This is an optimization exercise on Yosys and OpenROAD, whose aim is small area, a short achievable clock period and few clock cycles, not a production implementation.
The RTL was checked by simulation tests, not by an equivalence proof against the original design.

### flow/run.sh
#!/bin/bash
# synth_recipe.tcl (not shown) runs the flow's synth.tcl, then flattens the netlist and writes it again
# the make line also repeats each setting of config.mk as NAME=value (left out here)
make -C /OpenROAD-flow-scripts/flow DESIGN_CONFIG=/design/flow/config.mk WORK_HOME=/design/flow/orfs CLKGATE_MAP_FILE= SYNTH_SCRIPT=/design/flow/synth_recipe.tcl finish
### flow/config.mk
export PLATFORM = sky130hd
export DESIGN_NAME = sp_profile
export DESIGN_NICKNAME = sp_profile
export VERILOG_FILES = /design/flow/design.v
export SDC_FILE = /design/flow/constraint.sdc
export NUM_CORES = 4
export LEC_CHECK = 0
export CAP_MARGIN = 20
export CORE_MARGIN = 2
export CORE_UTILIZATION = 40
export SLEW_MARGIN = 20
### flow/constraint.sdc
create_clock -name core_clock -period 40.0 [get_ports {clk}]
set_input_delay 8.0000 -clock core_clock [delete_from_list [all_inputs] [get_ports {clk}]]
set_output_delay 8.0000 -clock core_clock [all_outputs]
set_load 0.01 [all_outputs]
### flow/design.v
module sp_profile (
    input  wire        clk,
    input  wire        rst,
    input  wire        in_valid,
    output wire        in_ready,
    input  wire        in_init,
    input  wire [15:0] in_target,
    input  wire [31:0] in_vmax,
    input  wire [31:0] in_amax,
    input  wire [31:0] in_jmax,
    output reg         out_valid,
    output reg  [15:0] out_sp,
    output wire [32:0] out_v,
    output wire [32:0] out_a
);
    localparam [2:0] IDLE = 3'd0, S1 = 3'd1, MUL = 3'd2, SQ = 3'd3, S3 = 3'd4;
    reg  [2:0]  st;
    reg  signed [39:0] p;
    reg  signed [32:0] v;
    reg  signed [32:0] a;
    reg  signed [15:0] tgt;
    reg  [31:0] vmax, amax, jmax;
    reg         init;
    reg  signed [40:0] r;  
    reg         cruise;    
    reg  [65:0] x;         
    reg  [34:0] rem;       
    reg  [32:0] root;      
    reg  [32:0] y;         
    reg  [32:0] msk;       
    reg  [5:0]  cnt;
    assign out_v = v;
    assign out_a = a;
    wire        rneg = r[40];
    wire signed [33:0] vmx  = {2'b00, vmax};
    wire signed [33:0] amx  = {2'b00, amax};
    wire signed [33:0] jmx  = {2'b00, jmax};
    wire signed [33:0] nvm  = -vmx;
    wire signed [33:0] nam  = -amx;
    wire signed [40:0] t30  = {{10{tgt[15]}}, tgt, 15'd0};
    wire        on_tgt = (p == t30[39:0]);
    wire        fin1   = init || (vmax == 32'd0) || on_tgt;
    wire signed [40:0] r_in = t30 - {p[39], p};
    wire signed [34:0] v_pv = v + vmx;
    wire signed [34:0] v_mv = vmx - v;
    wire signed [34:0] a_pa = a + amx;
    wire signed [34:0] a_ma = amx - a;
    wire signed [32:0] v_lim = v_mv[34] ? vmx[32:0] : v_pv[34] ? nvm[32:0] : v;
    wire signed [32:0] a_lim = a_ma[34] ? amx[32:0] : a_pa[34] ? nam[32:0] : a;
    wire [8:0]  lda, ldv, ldr;
    sp_lead u_la (.w({9'd0, amax}), .lead(lda));
    sp_lead u_lv (.w({9'd0, vmax}), .lead(ldv));
    sp_lead u_lr (.w(r_in ^ {41{r_in[40]}}), .lead(ldr));    
    wire [5:0]  la = lda[8:3];
    wire [5:0]  lv = ldv[8:3];
    wire [5:0]  lr = ldr[8:3];
    wire signed [7:0] e = $signed({2'b00, la}) + $signed({2'b00, lr}) - $signed({1'b0, lv, 1'b0});
    wire [5:0]  mar  = lda[2:0] * ldr[2:0];
    wire [3:0]  mv1  = {1'b0, ldv[2:0]} + 4'd1;
    wire [6:0]  mv2  = mv1 * mv1;
    wire        sure = (amax != 32'd0) &&
                       ((e >= 8'sd1) || (e == 8'sd0 && {mar, 1'b0} >= mv2) ||
                        (e == -8'sd1 && {1'b0, mar} >= mv2));
    wire [5:0]  lap1 = la + 6'd1;
    wire [6:0]  lsum = {1'b0, la} + {1'b0, lr} + 7'd3;
    wire [36:0] amx_ext = {4'd0, amax, 1'b0};
    wire [4:0]  win     = amx_ext[{cnt[3:0], 2'b00} +: 5];
    wire [65:0] r66     = {{25{r[40]}}, r};
    function [66:0] bterm;    
        input [2:0]  t;
        input [65:0] rr;
        input        neg_r;
        input        sh3;
        reg          b_neg, b_two, b_zero;
        reg [65:0]   mag;
        begin
            b_neg  = (t[2] && !(t[1] && t[0])) ^ neg_r;
            b_two  = (t == 3'b011) || (t == 3'b100);
            b_zero = (t == 3'b000) || (t == 3'b111);
            mag    = b_zero ? 66'd0 : (sh3 ? (b_two ? {rr[61:0], 4'd0} : {rr[62:0], 3'd0})
                                           : (b_two ? {rr[63:0], 2'd0} : {rr[64:0], 1'd0}));
            bterm  = {b_neg && !b_zero, (b_neg && !b_zero) ? ~mag : mag};
        end
    endfunction
    wire [66:0] bt1   = bterm(win[4:2], r66, rneg, 1'b1);
    wire [66:0] bt0   = bterm(win[2:0], r66, rneg, 1'b0);
    wire [65:0] csa_a = {x[61:0], 3'b000, bt1[66]};
    wire [65:0] csa_s = csa_a ^ bt1[65:0] ^ bt0[65:0];
    wire [65:0] csa_c = (csa_a & bt1[65:0]) | (csa_a & bt0[65:0]) | (bt1[65:0] & bt0[65:0]);
    wire [65:0] x_mul = csa_s + {csa_c[64:0], bt0[66]};
    wire [1:0]  pair   = x[{cnt, 1'b0} +: 2];
    wire [36:0] rem_sh = {rem, pair};
    wire [36:0] diff   = rem_sh - {2'b00, root, 2'b01};
    wire        fits   = !diff[36];
    wire [32:0] ybit   = msk & ~{1'b0, msk[32:1]};
    wire signed [34:0] aj_lo = a - jmx;
    wire signed [34:0] aj_hi = a + jmx;
    wire signed [34:0] lo_ck = aj_lo + amx;
    wire signed [34:0] hi_ck = amx - aj_hi;
    wire signed [33:0] lo    = lo_ck[34] ? nam : aj_lo[33:0];
    wire signed [33:0] hi    = hi_ck[34] ? amx : aj_hi[33:0];
    wire signed [34:0] vlo   = v + lo;
    wire signed [34:0] vhi   = v + hi;
    wire signed [34:0] tl    = rneg ? -vhi : vlo;
    wire signed [34:0] th    = rneg ? -vlo : vhi;
    wire signed [34:0] vm35  = {3'd0, vmax};
    wire signed [34:0] yl35  = {2'd0, y};
    wire signed [34:0] yh35  = {2'd0, y | msk};
    wire        mvm    = cruise || (y >= {1'b0, vmax});
    wire        vm_le  = vm35 <= tl;
    wire        vm_ge  = vm35 >= th;
    wire        low    = vm_le || (!mvm && (yh35 <= tl));
    wire        high   = mvm ? vm_ge : (yl35 >= th);
    wire        known  = (msk == 33'd0) || mvm || low || high;
    wire [31:0] m      = mvm ? vmax : y[31:0];
    wire signed [34:0] dv = rneg ? -($signed({3'd0, m}) + v) : $signed({3'd0, m}) - v;
    wire signed [34:0] vdes = rneg ? -$signed({3'd0, m}) : $signed({3'd0, m});
    wire signed [34:0] vlo_c = (vlo > vm35) ? vm35 : vlo;
    wire signed [34:0] vhi_c = (vhi < nvm) ? nvm : vhi;
    wire        take_lo = rneg ? high : low;    
    wire        take_hi = rneg ? low : high;    
    wire signed [32:0] a_new = take_hi ? hi[32:0] : take_lo ? lo[32:0] : dv[32:0];
    wire signed [32:0] v_new = take_hi ? vhi_c[32:0] : take_lo ? vlo_c[32:0] : vdes[32:0];
    wire signed [41:0] vr    = v - r;
    wire        land  = rneg ? (vr[41] || vr == 42'sd0) : !vr[41];
    wire signed [41:0] psum  = $signed({{2{p[39]}}, p}) + v;
    wire signed [39:0] p_add = (psum > 42'sh007fffffffff) ? 40'sh7fffffffff :
                               (psum < -42'sh008000000000) ? 40'sh8000000000 : psum[39:0];
    wire signed [40:0] p_rnd = {p_add[39], p_add} + 41'sd16384;
    wire signed [25:0] p_q   = p_rnd[40:15];
    wire        [15:0] sp_q  = (p_q > 26'sd32767) ? 16'h7fff : (p_q < -26'sd32768) ? 16'h8000 : p_q[15:0];
    wire last = (st == IDLE) || (st == S1 && fin1) || (st == S3);
    assign in_ready = last;
    wire take = in_valid && last;
    always @(posedge clk) begin
        if (take) begin
            tgt  <= in_target;
            vmax <= in_vmax;
            amax <= in_amax;
            jmax <= in_jmax;
            init <= in_init;
        end
    end
    always @(posedge clk) begin
        if (rst) begin
            st        <= IDLE;
            p         <= 40'sd0;
            v         <= 33'sd0;
            a         <= 33'sd0;
            out_valid <= 1'b0;
            out_sp    <= 16'd0;
        end else begin
            out_valid <= 1'b0;
            case (st)
                IDLE: if (take) st <= S1;
                S1: if (fin1) begin
                    p         <= t30[39:0];
                    v         <= 33'sd0;
                    a         <= 33'sd0;
                    out_sp    <= tgt;
                    out_valid <= 1'b1;
                    st        <= take ? S1 : IDLE;
                end else begin
                    v      <= v_lim;
                    a      <= a_lim;
                    r      <= r_in;
                    cruise <= sure;
                    x      <= 66'd0;
                    cnt    <= {2'b00, lap1[5:2]};
                    y      <= 33'd0;
                    msk    <= 33'd0;
                    st     <= sure ? SQ : MUL;
                end
                MUL: begin
                    x   <= x_mul;
                    cnt <= cnt - 6'd1;
                    if (cnt == 6'd0) begin
                        cnt  <= lsum[6:1];
                        rem  <= 35'd0;
                        root <= 33'd0;
                        msk  <= ~(33'h1fffffffe << lsum[6:1]);
                        st   <= SQ;
                    end
                end
                SQ: if (known) begin
                    v  <= v_new;
                    a  <= a_new;
                    st <= S3;
                end else begin
                    rem  <= fits ? diff[34:0] : rem_sh[34:0];
                    root <= {root[31:0], fits};
                    y    <= fits ? (y | ybit) : y;
                    msk  <= {1'b0, msk[32:1]};
                    cnt  <= cnt - 6'd1;
                end
                S3: begin
                    out_valid <= 1'b1;
                    if (land) begin
                        p      <= t30[39:0];
                        v      <= 33'sd0;
                        a      <= 33'sd0;
                        out_sp <= tgt;
                    end else begin
                        p      <= p_add;
                        out_sp <= sp_q;
                    end
                    st <= take ? S1 : IDLE;
                end
                default: st <= IDLE;
            endcase
        end
    end
endmodule
module sp_lead (
    input  wire [40:0] w,
    output wire [8:0]  lead
);
    wire [41:0] above;     
    wire [40:0] oh;        
    assign above[41] = 1'b0;
    genvar i, b;
    generate
        for (i = 40; i >= 0; i = i - 1) begin : g_oh
            assign above[i] = above[i + 1] | w[i];
            assign oh[i]    = w[i] & !above[i + 1];
        end
        for (b = 0; b < 6; b = b + 1) begin : g_idx
            wire [40:0] sel;
            for (i = 0; i < 41; i = i + 1) begin : g_sel
                assign sel[i] = ((i >> b) & 1) ? oh[i] : 1'b0;
            end
            assign lead[3 + b] = |sel;
        end
    endgenerate
    assign lead[2] = |w;
    assign lead[1] = |(oh[40:1] & w[39:0]);
    assign lead[0] = |(oh[40:2] & w[38:0]);
endmodule
==> results of run 1 <==
[final cells by class]
type / instances / area (um2) / share of cell area [%]
Multi-Input combinational cell: 7423 / 53400 / 68.9
Sequential cell: 486 / 13300 / 17.2
Timing Repair Buffer: 373 / 3320 / 4.28
Tap cell: 2325 / 2910 / 3.75
Inverter: 599 / 2250 / 2.90
Clock buffer: 83 / 1830 / 2.36
Clock inverter: 43 / 428 / 0.552
Antenna cell: 1 / 2.50 / 0.00323
[synth_stat cells, types with 110 or more instances]
| library cell | n | area [um2] |
|---|---|---|
| a21o_1 | 246 | 1850 |
| a21oi_1 | 806 | 4030 |
| a31oi_1 | 110 | 688 |
| clkbuf_1 | 346 | 1300 |
| dfxtp_1 | 126 | 2520 |
| edfxtp_1 | 360 | 10800 |
| ha_1 | 899 | 11200 |
| inv_1 | 568 | 2130 |
| mux2i_1 | 131 | 1310 |
| nand2_1 | 690 | 2590 |
| nand2b_1 | 114 | 713 |
| nand3_1 | 207 | 1040 |
| nand4_1 | 132 | 826 |
| nor2_1 | 765 | 2870 |
| nor3_1 | 281 | 1410 |
| o21a_1 | 110 | 826 |
| o21ai_0 | 501 | 2510 |
| xnor2_1 | 433 | 3790 |
| xor2_1 | 174 | 1520 |
[state kept, by name, indices dropped and copies added, names as in the netlist]
name       count
x             65
r             41
p             40
rem           35
a             33
msk           33
root          33
v             33
y             33
amax          32
jmax          32
vmax          32
out_sp        16
tgt           16
cnt            6
st             3
cruise         1
init           1
out_valid      1
[worst min-delay path by stage]
stage	slack, ns	cells after the start	start	end
finish	0.54	2	p[9]$_SDFFE_PP0P_	p[9]$_SDFFE_PP0P_
global route	0.56	2	p[5]$_SDFFE_PP0P_	p[5]$_SDFFE_PP0P_
CTS	0.54	2	p[9]$_SDFFE_PP0P_	p[9]$_SDFFE_PP0P_
detailed placement	0.53	2	p[9]$_SDFFE_PP0P_	p[9]$_SDFFE_PP0P_
global placement	0.52	2	p[9]$_SDFFE_PP0P_	p[9]$_SDFFE_PP0P_
floorplan	0.47	2	p[29]$_SDFFE_PP0P_	p[29]$_SDFFE_PP0P_
[layer usage]
metal	routed length [um]	share of wire (%)	GRT usage (%)	up-vias
met4	17900	5.7	16.1	4
met2	128000	41	48.6	3706
met1	139000	44	47.3	34800
met3	30000	9.5	7.01	589
met5	26	0.0083	0	-
li1	-	-	-	33100
[through the flow]
| step | utilization, % | cells | setup slack [ns] | instance area [um2] | hold slack [ns] |
|---|---|---|---|---|---|
| finish | 44.5 | 11300 | 23.23 | 77500 | 0.541 |
| global route | 44.5 | 11300 | 22.18 | 77500 | 0.559 |
| CTS | 44.5 | 11300 | 23.62 | 77500 | 0.541 |
| detailed placement | 43.2 | 11200 | 23.69 | 75200 | 0.532 |
| global placement | 43.2 | 11200 | 23.89 | 75200 | 0.523 |
| floorplan | - | 8914 | 24.48 | 70300 | 0.472 |
[worst max-delay path: cells and delay by family, from the launching register on]
kind,cells,cell delay (ns)
AO/OA/AOI/OAI,25,7.24
XOR/XNOR,2,0.55
adder cells (fa/ha/maj),5,1.62
buffers and inverters,3,1.32
flip-flops,1,0.51
multiplexers,1,0.44
AND/OR/NAND/NOR,21,4.88
[cells in the final DEF, fill, tap and decap left out, drive strengths merged, types with 40 or more instances in the layout]
cell	instances
a211oi	84
a21o	246
a21oi	807
a221oi	42
a22oi	82
a311oi	87
a31oi	110
and2	65
and3	94
buf	175
clkbuf	83
clkdlybuf4s50	198
clkinv	54
dfxtp	126
edfxtp	360
fa	76
ha	899
inv	578
mux2	60
mux2i	131
nand2	690
nand2b	114
nand3	208
nand4	132
nor2	765
nor2b	104
nor3	285
nor4	100
o211ai	106
o21a	110
o21ai	519
o21bai	71
o221ai	40
o22ai	42
o31ai	45
or2	76
or3	89
xnor2	433
xor2	174
[logic make-up (layout without fill, tap and decap cells)]
group | after synthesis | in the layout | synth area share, %
DFF | 486 | 486 | 19.0
xor gates and xnor gates | 607 | 607 | 7.56
and+or+nand+nor | 2875 | 2875 | 20.0
muxes | 218 | 218 | 3.69
buffers and inverters | 1005 | 1098 | 5.50
AOI/OAI and AO/OA | 2746 | 2746 | 26.1
adders and majority gates | 976 | 976 | 18.2
other | 1 | 2 | 0.00533
==> flow_summary.yaml, run 1 <==
outcome:
  status: "finished clean"
clock_network:
  cts_tree: "built"
  clock_path_buffers: 3
  cts.sinks: 486
  numCtsBuffers: 70
  cts_setup_buffers: 0
  cts-root-buf: "clkbuf_16"
  clk_pin_slew_ns: 0.06
  cts_hold_buf: 0
  ctsHtreeMaxLevel: 3
  cts_resized: 0
  insertion_delay_ns: 0.75
routing:
  viasPerCell: 6.37
  wl_um: 314000
  wl_per_cell_um: 27.7
  drt_iter0_drc: 9168
  num_vias: 72200
  drt_drc_violations_left: 0
  first_pass_iters: 9
  antenna_left: 0
min_path:
  hold_path_class: "flop to flop"
floorplan:
  initial_utilization_pct: 40.4
  core_um2: 174000
  io_pins: 200
  die_w_um: 423
  die_y_um: 423
  die_area_um2: 179000
  rows: 153
sta:
  rsz0062_at_grt: "no"
  slew_viol_final: 0
  tns_ns: 0
  fin_skew_ns: 0.0479
  max_clock_freq_ghz: 0.0596
  period_minus_slack_ns: 16.77
  setup_violations: 0
  fin_crit_sh_pct: 41.9
  worstMarginPinSlew_ns: 1.19
  hold_viol: 0
  slew_headroom_pct: 20.3
worst_setup_path:
  timing.rr.end: "a[19]$_SDFFE_PP0P_"
  crit-reg2reg-launch: "a[1]$_SDFFE_PP0P_"
  worstPathRequired_ns: 40.60
  max_stage_delay_ns: 0.73
  reg2reg_depth: 57
  regToRegSetupSlack_ns: 23.23
  start_kind: "flop"
  cpMostUsedCell: "a21oi_1"
  slowest_stage: "a2111oi_0"
  worstPathArrival_ns: 17.37
  end_kind: "flop"
  cp-endpoint: "a[19]$_SDFFE_PP0P_"
  cp_max_fo: 54
  crit_type: "flop to flop"
  critPathLaunch: "a[1]$_SDFFE_PP0P_"
logic_synthesis:
  ys_seq_area_share_pct: 19.0
  synthesis.nets: 10000
  netlist_area_um2: 70300
  ys.flop_type: "edfxtp_1"
  netlist-cell-type-count: 110
  postSynthCellCount: 8914
  yosysWarnings: 1
  synth_area_per_cell_um2: 7.89
  synth_edf_count: 360
  synth_async_sr_flop_share_pct: 0
  synth_seq_cells: 486
placed_design:
  port_buffers: 199
  place_hpwl_um: 248000
  place_congestion: 1.03
cells_and_area:
  drive_above_1_share_pct: 6.72
  num-fill-cells: 17600
  nets: 10000
  synthToLayoutAreaGrowth_pct: 10.2
job:
  cap_violations: 0
grt:
  track_usage_pct: 33.6
  antenna_found_initial: 10
  grt_max_degree: 152
  grt_overflow_total: 0
  grt_pass1_vias: 66600
  grt_pass1_wl_um: 453000
Testbench counts, summed over its fixed seeds: cycles 227,661.
==> inputs of run 2 (changes only) <==
--- a/flow/design.v
+++ b/flow/design.v
@@ -11,3 +11,3 @@
     output reg         out_valid,
-    output reg  [15:0] out_sp,
+    output wire [15:0] out_sp,
     output wire [32:0] out_v,
@@ -18,4 +18,4 @@
     reg  signed [39:0] p;
-    reg  signed [32:0] v;
-    reg  signed [32:0] a;
+    reg  signed [32:0] v;      
+    reg  signed [32:0] a;      
     reg  signed [15:0] tgt;
@@ -23,9 +23,9 @@
     reg         init;
-    reg  signed [40:0] r;  
-    reg         cruise;    
-    reg  [65:0] x;         
-    reg  [34:0] rem;       
-    reg  [32:0] root;      
-    reg  [32:0] y;         
-    reg  [32:0] msk;       
+    reg  signed [40:0] r;      
+    reg         cruise;        
+    reg  [65:0] x;             
+    reg  [34:0] rem;           
+    reg  [32:0] root;          
+    reg  [32:0] y;             
+    reg  [32:0] msk;           
     reg  [5:0]  cnt;
@@ -33,2 +33,15 @@
     assign out_a = a;
+    function [33:0] cneg;
+        input [33:0] w;
+        input        n;
+        integer i;
+        reg c;
+        begin
+            c = n;
+            for (i = 0; i < 34; i = i + 1) begin
+                cneg[i] = (w[i] ^ n) ^ c;
+                c       = (w[i] ^ n) & c;
+            end
+        end
+    endfunction
     wire        rneg = r[40];
@@ -37,4 +50,4 @@
     wire signed [33:0] jmx  = {2'b00, jmax};
-    wire signed [33:0] nvm  = -vmx;
-    wire signed [33:0] nam  = -amx;
+    wire signed [33:0] nvm  = cneg(vmx, 1'b1);
+    wire signed [33:0] nam  = cneg(amx, 1'b1);
     wire signed [40:0] t30  = {{10{tgt[15]}}, tgt, 15'd0};
@@ -43,2 +56,3 @@
     wire signed [40:0] r_in = t30 - {p[39], p};
+    wire        rn_in  = r_in[40];
     wire signed [34:0] v_pv = v + vmx;
@@ -47,4 +61,6 @@
     wire signed [34:0] a_ma = amx - a;
-    wire signed [32:0] v_lim = v_mv[34] ? vmx[32:0] : v_pv[34] ? nvm[32:0] : v;
-    wire signed [32:0] a_lim = a_ma[34] ? amx[32:0] : a_pa[34] ? nam[32:0] : a;
+    wire signed [33:0] vn_in = v_mv[34] ? (rn_in ? nvm : vmx) : v_pv[34] ? (rn_in ? vmx : nvm)
+                                        : cneg({v[32], v}, rn_in);
+    wire signed [33:0] an_in = a_ma[34] ? (rn_in ? nam : amx) : a_pa[34] ? (rn_in ? amx : nam)
+                                        : cneg({a[32], a}, rn_in);
     wire [8:0]  lda, ldv, ldr;
@@ -52,3 +68,3 @@
     sp_lead u_lv (.w({9'd0, vmax}), .lead(ldv));
-    sp_lead u_lr (.w(r_in ^ {41{r_in[40]}}), .lead(ldr));    
+    sp_lead u_lr (.w(r_in ^ {41{rn_in}}), .lead(ldr));    
     wire [5:0]  la = lda[8:3];
@@ -103,4 +119,2 @@
     wire signed [34:0] vhi   = v + hi;
-    wire signed [34:0] tl    = rneg ? -vhi : vlo;
-    wire signed [34:0] th    = rneg ? -vlo : vhi;
     wire signed [34:0] vm35  = {3'd0, vmax};
@@ -109,24 +123,26 @@
     wire        mvm    = cruise || (y >= {1'b0, vmax});
-    wire        vm_le  = vm35 <= tl;
-    wire        vm_ge  = vm35 >= th;
-    wire        low    = vm_le || (!mvm && (yh35 <= tl));
-    wire        high   = mvm ? vm_ge : (yl35 >= th);
+    wire        vm_le  = vm35 <= vlo;
+    wire        vm_ge  = vm35 >= vhi;
+    wire        low    = vm_le || (!mvm && (yh35 <= vlo));
+    wire        high   = mvm ? vm_ge : (yl35 >= vhi);
     wire        known  = (msk == 33'd0) || mvm || low || high;
     wire [31:0] m      = mvm ? vmax : y[31:0];
-    wire signed [34:0] dv = rneg ? -($signed({3'd0, m}) + v) : $signed({3'd0, m}) - v;
-    wire signed [34:0] vdes = rneg ? -$signed({3'd0, m}) : $signed({3'd0, m});
+    wire signed [34:0] dv = $signed({3'd0, m}) - v;
     wire signed [34:0] vlo_c = (vlo > vm35) ? vm35 : vlo;
     wire signed [34:0] vhi_c = (vhi < nvm) ? nvm : vhi;
-    wire        take_lo = rneg ? high : low;    
-    wire        take_hi = rneg ? low : high;    
-    wire signed [32:0] a_new = take_hi ? hi[32:0] : take_lo ? lo[32:0] : dv[32:0];
-    wire signed [32:0] v_new = take_hi ? vhi_c[32:0] : take_lo ? vlo_c[32:0] : vdes[32:0];
-    wire signed [41:0] vr    = v - r;
-    wire        land  = rneg ? (vr[41] || vr == 42'sd0) : !vr[41];
-    wire signed [41:0] psum  = $signed({{2{p[39]}}, p}) + v;
+    wire signed [32:0] a_new = high ? hi[32:0] : low ? lo[32:0] : dv[32:0];
+    wire signed [32:0] v_new = high ? vhi_c[32:0] : low ? vlo_c[32:0] : {1'b0, m};
+    wire [41:0] r_sel = rneg ? {r[40], r} : ~{r[40], r};
+    wire [42:0] ld    = {{9{v[32]}}, v, 1'b1} + {r_sel, ~rneg};
+    wire        land  = !ld[42];
+    wire [33:0] v_out = cneg({v[32], v}, rneg);
+    wire [33:0] a_out = cneg({a[32], a}, rneg);
+    wire [42:0] ps    = {{2{p[39]}}, p, 1'b1} + {{9{v[32] ^ rneg}}, v ^ {33{rneg}}, rneg};
+    wire signed [41:0] psum  = ps[42:1];    
     wire signed [39:0] p_add = (psum > 42'sh007fffffffff) ? 40'sh7fffffffff :
                                (psum < -42'sh008000000000) ? 40'sh8000000000 : psum[39:0];
-    wire signed [40:0] p_rnd = {p_add[39], p_add} + 41'sd16384;
-    wire signed [25:0] p_q   = p_rnd[40:15];
-    wire        [15:0] sp_q  = (p_q > 26'sd32767) ? 16'h7fff : (p_q < -26'sd32768) ? 16'h8000 : p_q[15:0];
+    wire [25:0] p_q   = p[39:14] + 26'd1;
+    wire signed [25:0] p_qs = {p_q[25], p_q[25:1]};
+    assign out_sp = (!p[39] && p_q[25]) ? 16'h7fff :
+                    (p_qs > 26'sd32767) ? 16'h7fff : (p_qs < -26'sd32768) ? 16'h8000 : p_qs[15:0];
     wire last = (st == IDLE) || (st == S1 && fin1) || (st == S3);
@@ -150,3 +166,2 @@
             out_valid <= 1'b0;
-            out_sp    <= 16'd0;
         end else begin
@@ -159,3 +174,2 @@
                     a         <= 33'sd0;
-                    out_sp    <= tgt;
                     out_valid <= 1'b1;
@@ -163,4 +177,4 @@
                 end else begin
-                    v      <= v_lim;
-                    a      <= a_lim;
+                    v      <= vn_in[32:0];
+                    a      <= an_in[32:0];
                     r      <= r_in;
@@ -198,9 +212,9 @@
                     if (land) begin
-                        p      <= t30[39:0];
-                        v      <= 33'sd0;
-                        a      <= 33'sd0;
-                        out_sp <= tgt;
+                        p <= t30[39:0];
+                        v <= 33'sd0;
+                        a <= 33'sd0;
                     end else begin
-                        p      <= p_add;
-                        out_sp <= sp_q;
+                        p <= p_add;
+                        v <= v_out[32:0];
+                        a <= a_out[32:0];
                     end
==> flow_summary.yaml, run 2 <==
worst_setup_path:
  start_kind: "flop"
  cp-endpoint: "a[18]$_SDFFE_PP0P_"
  worstPathArrival_ns: 15.46
  crit-reg2reg-launch: "a[4]$_SDFFE_PP0P_"
  max_stage_delay_ns: 0.83
  slowest_stage: "a31oi_1"
  reg2reg_depth: 50
  worstPathRequired_ns: 40.61
  end_kind: "flop"
  timing.rr.end: "a[18]$_SDFFE_PP0P_"
  cp_max_fo: 60
  critPathLaunch: "a[4]$_SDFFE_PP0P_"
  regToRegSetupSlack_ns: 25.16
  cpMostUsedCell: "o211ai_1"
  crit_type: "flop to flop"
sta:
  setup_ws_ns: 25.16
  worstMarginPinSlew_ns: 1.19
  tns_ns: 0
  slew_headroom_pct: 19.9
  fin_crit_sh_pct: 37.1
  hold_viol: 0
  period_minus_slack_ns: 14.84
  rsz0062_at_grt: "no"
  setup_violations: 0
  slew_viol_final: 0
  fin_skew_ns: 0.0498
  max_clock_freq_ghz: 0.0674
placed_design:
  place_congestion: 1.04
  dp_slack_ns: 25.68
  place_hpwl_um: 210000
  dp_cells: 9636
  port_buffers: 199
logic_synthesis:
  netlist_area_um2: 63000
  synth_seq_cells: 470
  post-synth-top-area-cell: "ha_1"
  ys_seq_area_share_pct: 20.6
  ys.flop_type: "edfxtp_1"
  synth_area_leaders: "ha_1 20%, edfxtp_1 17%, xnor2_1 5.4%"
  synthTopCellsByCount: "985 x ha_1, 741 x nor2_1, 543 x a21oi_1, 536 x inv_1, 442 x nand2_1"
  synth_area_per_cell_um2: 8.32
  synth_edf_count: 360
  synth_async_sr_flop_share_pct: 0
  postSynthCellCount: 7570
  synthesis.nets: 8744
  synth_top_area_share_pct: 19.6
  yosysMostFrequentCell: "ha_1"
  yosysWarnings: 1
  netlist-cell-type-count: 121
cells_and_area:
  largest_register: "x"
  final_util_pct: 44.7
  final_cell_mix: "985 x ha_1, 735 x nor2_1, 541 x a21oi_1, 536 x inv_1, 439 x nand2_1"
  nets: 8825
  largest_registers: "x x65, r x41, p x40"
  drive_above_1_share_pct: 5.94
  largest_reg_flops: 65
  layout_commonest_cell: "ha_1"
  synthToLayoutAreaGrowth_pct: 10.9
  num-fill-cells: 15600
  final_cells: 9766
floorplan:
  initial_utilization_pct: 40.3
  core_um2: 156000
  die_area_um2: 161000
  die_y_um: 401
  rows: 145
  io_pins: 200
  die_w_um: 401
clock_network:
  cts_tree: "built"
  numCtsBuffers: 70
  insertion_delay_ns: 0.71
  cts-root-buf: "clkbuf_16"
  cts.sinks: 470
  ctsHtreeMaxLevel: 3
  cts_resized: 0
  clock_path_buffers: 3
  cts_setup_buffers: 0
  clk_pin_slew_ns: 0.06
  cts_hold_buf: 0
grt:
  antenna_found_initial: 4
  grt_pass1_wl_um: 383000
  grt_max_degree: 69
  track_usage_pct: 31.6
  grt_overflow_total: 0
  grt_pass1_vias: 57400
routing:
  drt_iter0_drc: 7738
  first_pass_iters: 8
  viasPerCell: 6.25
  wl_um: 263000
  num_vias: 61000
  drt_drc_violations_left: 0
  wl_per_cell_um: 27.0
  antenna_left: 0
job:
  cap_violations: 0
outcome:
  status: "finished clean"
min_path:
  hold_path_class: "flop to flop"
## run 2: cell types whose count changed after synthesis, moves of 52 or more
cell / delta
o21ai_0: -69
a22oi_1: -53
nand2_1: -248
a21oi_1: -263
clkbuf_1: -81
a311oi_2: -58
nand3_1: -52
nor3_1: -97
a221oi_1: +56
ha_1: +86
mux2i_1: +73
## run 2: worst max-delay path: cells and delay by family (launching register included)
kind	cells	cell delay, ns
compound gates	27	7.70
flops	1	0.54
simple gates	7	1.70
buf+inv	7	1.68
fa+ha+maj	6	1.91
xor+xnor	2	0.72
mux	1	0.31
## run 2: per-layer routing
layer / up-vias / part of all wire [%] / GRT usage (%)
met2: 3110 / 41 / 46.6
li1: 28100 / - / -
met3: 478 / 9.7 / 5.70
met4: 4 / 5.7 / 15.3
met1: 29300 / 43 / 44.1
met5: - / 0.0099 / 0
## run 2: through the flow
stage          instance area [um2]  hold WS, ns
3_3_place_gp                 67500        0.501
2_1_floorplan                63000        0.453
6_report                     69900        0.523
5_1_grt                      69900        0.567
3_5_place_dp                 67500        0.522
4_1_cts                      69800        0.531
## run 2: final cells by class
cell class	instances	area [um2]	area share (%)
Clock inverter	43	469	0.671
Timing Repair Buffer	337	3040	4.34
Tap cell	2058	2570	3.68
Sequential cell	470	13000	18.6
Multi-Input combinational cell	6225	46900	67.1
Antenna cell	2	5.00	0.00716
Inverter	547	2060	2.94
Clock buffer	84	1830	2.61
## run 2: cells by family (layout without fill, tap and decap cells)
| logic type | after synthesis | in the layout | share of synthesized area, % |
|---|---|---|---|
| AOI/OAI and AO/OA | 2179 | 2179 | 23.1 |
| xor gates and xnor gates | 588 | 588 | 8.22 |
| adders and majority gates | 1058 | 1058 | 21.9 |
| and+or+nand+nor | 2139 | 2139 | 16.3 |
| buffers and inverters | 875 | 1011 | 5.29 |
| other | 1 | 3 | 0.00595 |
| DFF | 470 | 470 | 20.6 |
| muxes | 260 | 260 | 4.56 |
## run 2: worst min path at each step
| stage | slack [ns] | depth (start not counted) | start | to |
|---|---|---|---|---|
| 2_1_floorplan | 0.45 | 2 | p[26]$_SDFFE_PP0P_ | p[26]$_SDFFE_PP0P_ |
| 3_3_place_gp | 0.50 | 2 | p[26]$_SDFFE_PP0P_ | p[26]$_SDFFE_PP0P_ |
| 3_5_place_dp | 0.52 | 2 | p[21]$_SDFFE_PP0P_ | p[21]$_SDFFE_PP0P_ |
| 4_1_cts | 0.53 | 2 | p[21]$_SDFFE_PP0P_ | p[21]$_SDFFE_PP0P_ |
| 5_1_grt | 0.57 | 2 | root[26]$_SDFFCE_PN0P_ | root[27]$_SDFFCE_PN0P_ |
| 6_report | 0.52 | 2 | p[21]$_SDFFE_PP0P_ | p[21]$_SDFFE_PP0P_ |
Testbench counts of run 2, summed over its fixed seeds: cycles 227,661.

==> port drivers added, routing unchanged <==
The flow's constraints put no driver on any port. The routed layouts listed below were extracted and timed again, unchanged, in two steps.
Step 1 sets driving cells, clkbuf_16 on the clock port and buf_2 on the other inputs (assumed; they add their load-dependent delay and slew).
Step 2 times the ports against the registers' clock, not the clock port: input delays grow and output delays shrink by t, the midpoint of the rising clock arrivals with the driver on.
a / b / c = ideal / step 1 / step 2; a / b = the first two.
run	t, ns	setup slack, ns	cell pins on the clock port's net
run 1	0.819	23.233 / 23.233 / 23.233	1
run 2	0.776	25.156 / 25.156 / 25.156	1
After both steps setup and hold are still met in every run listed.
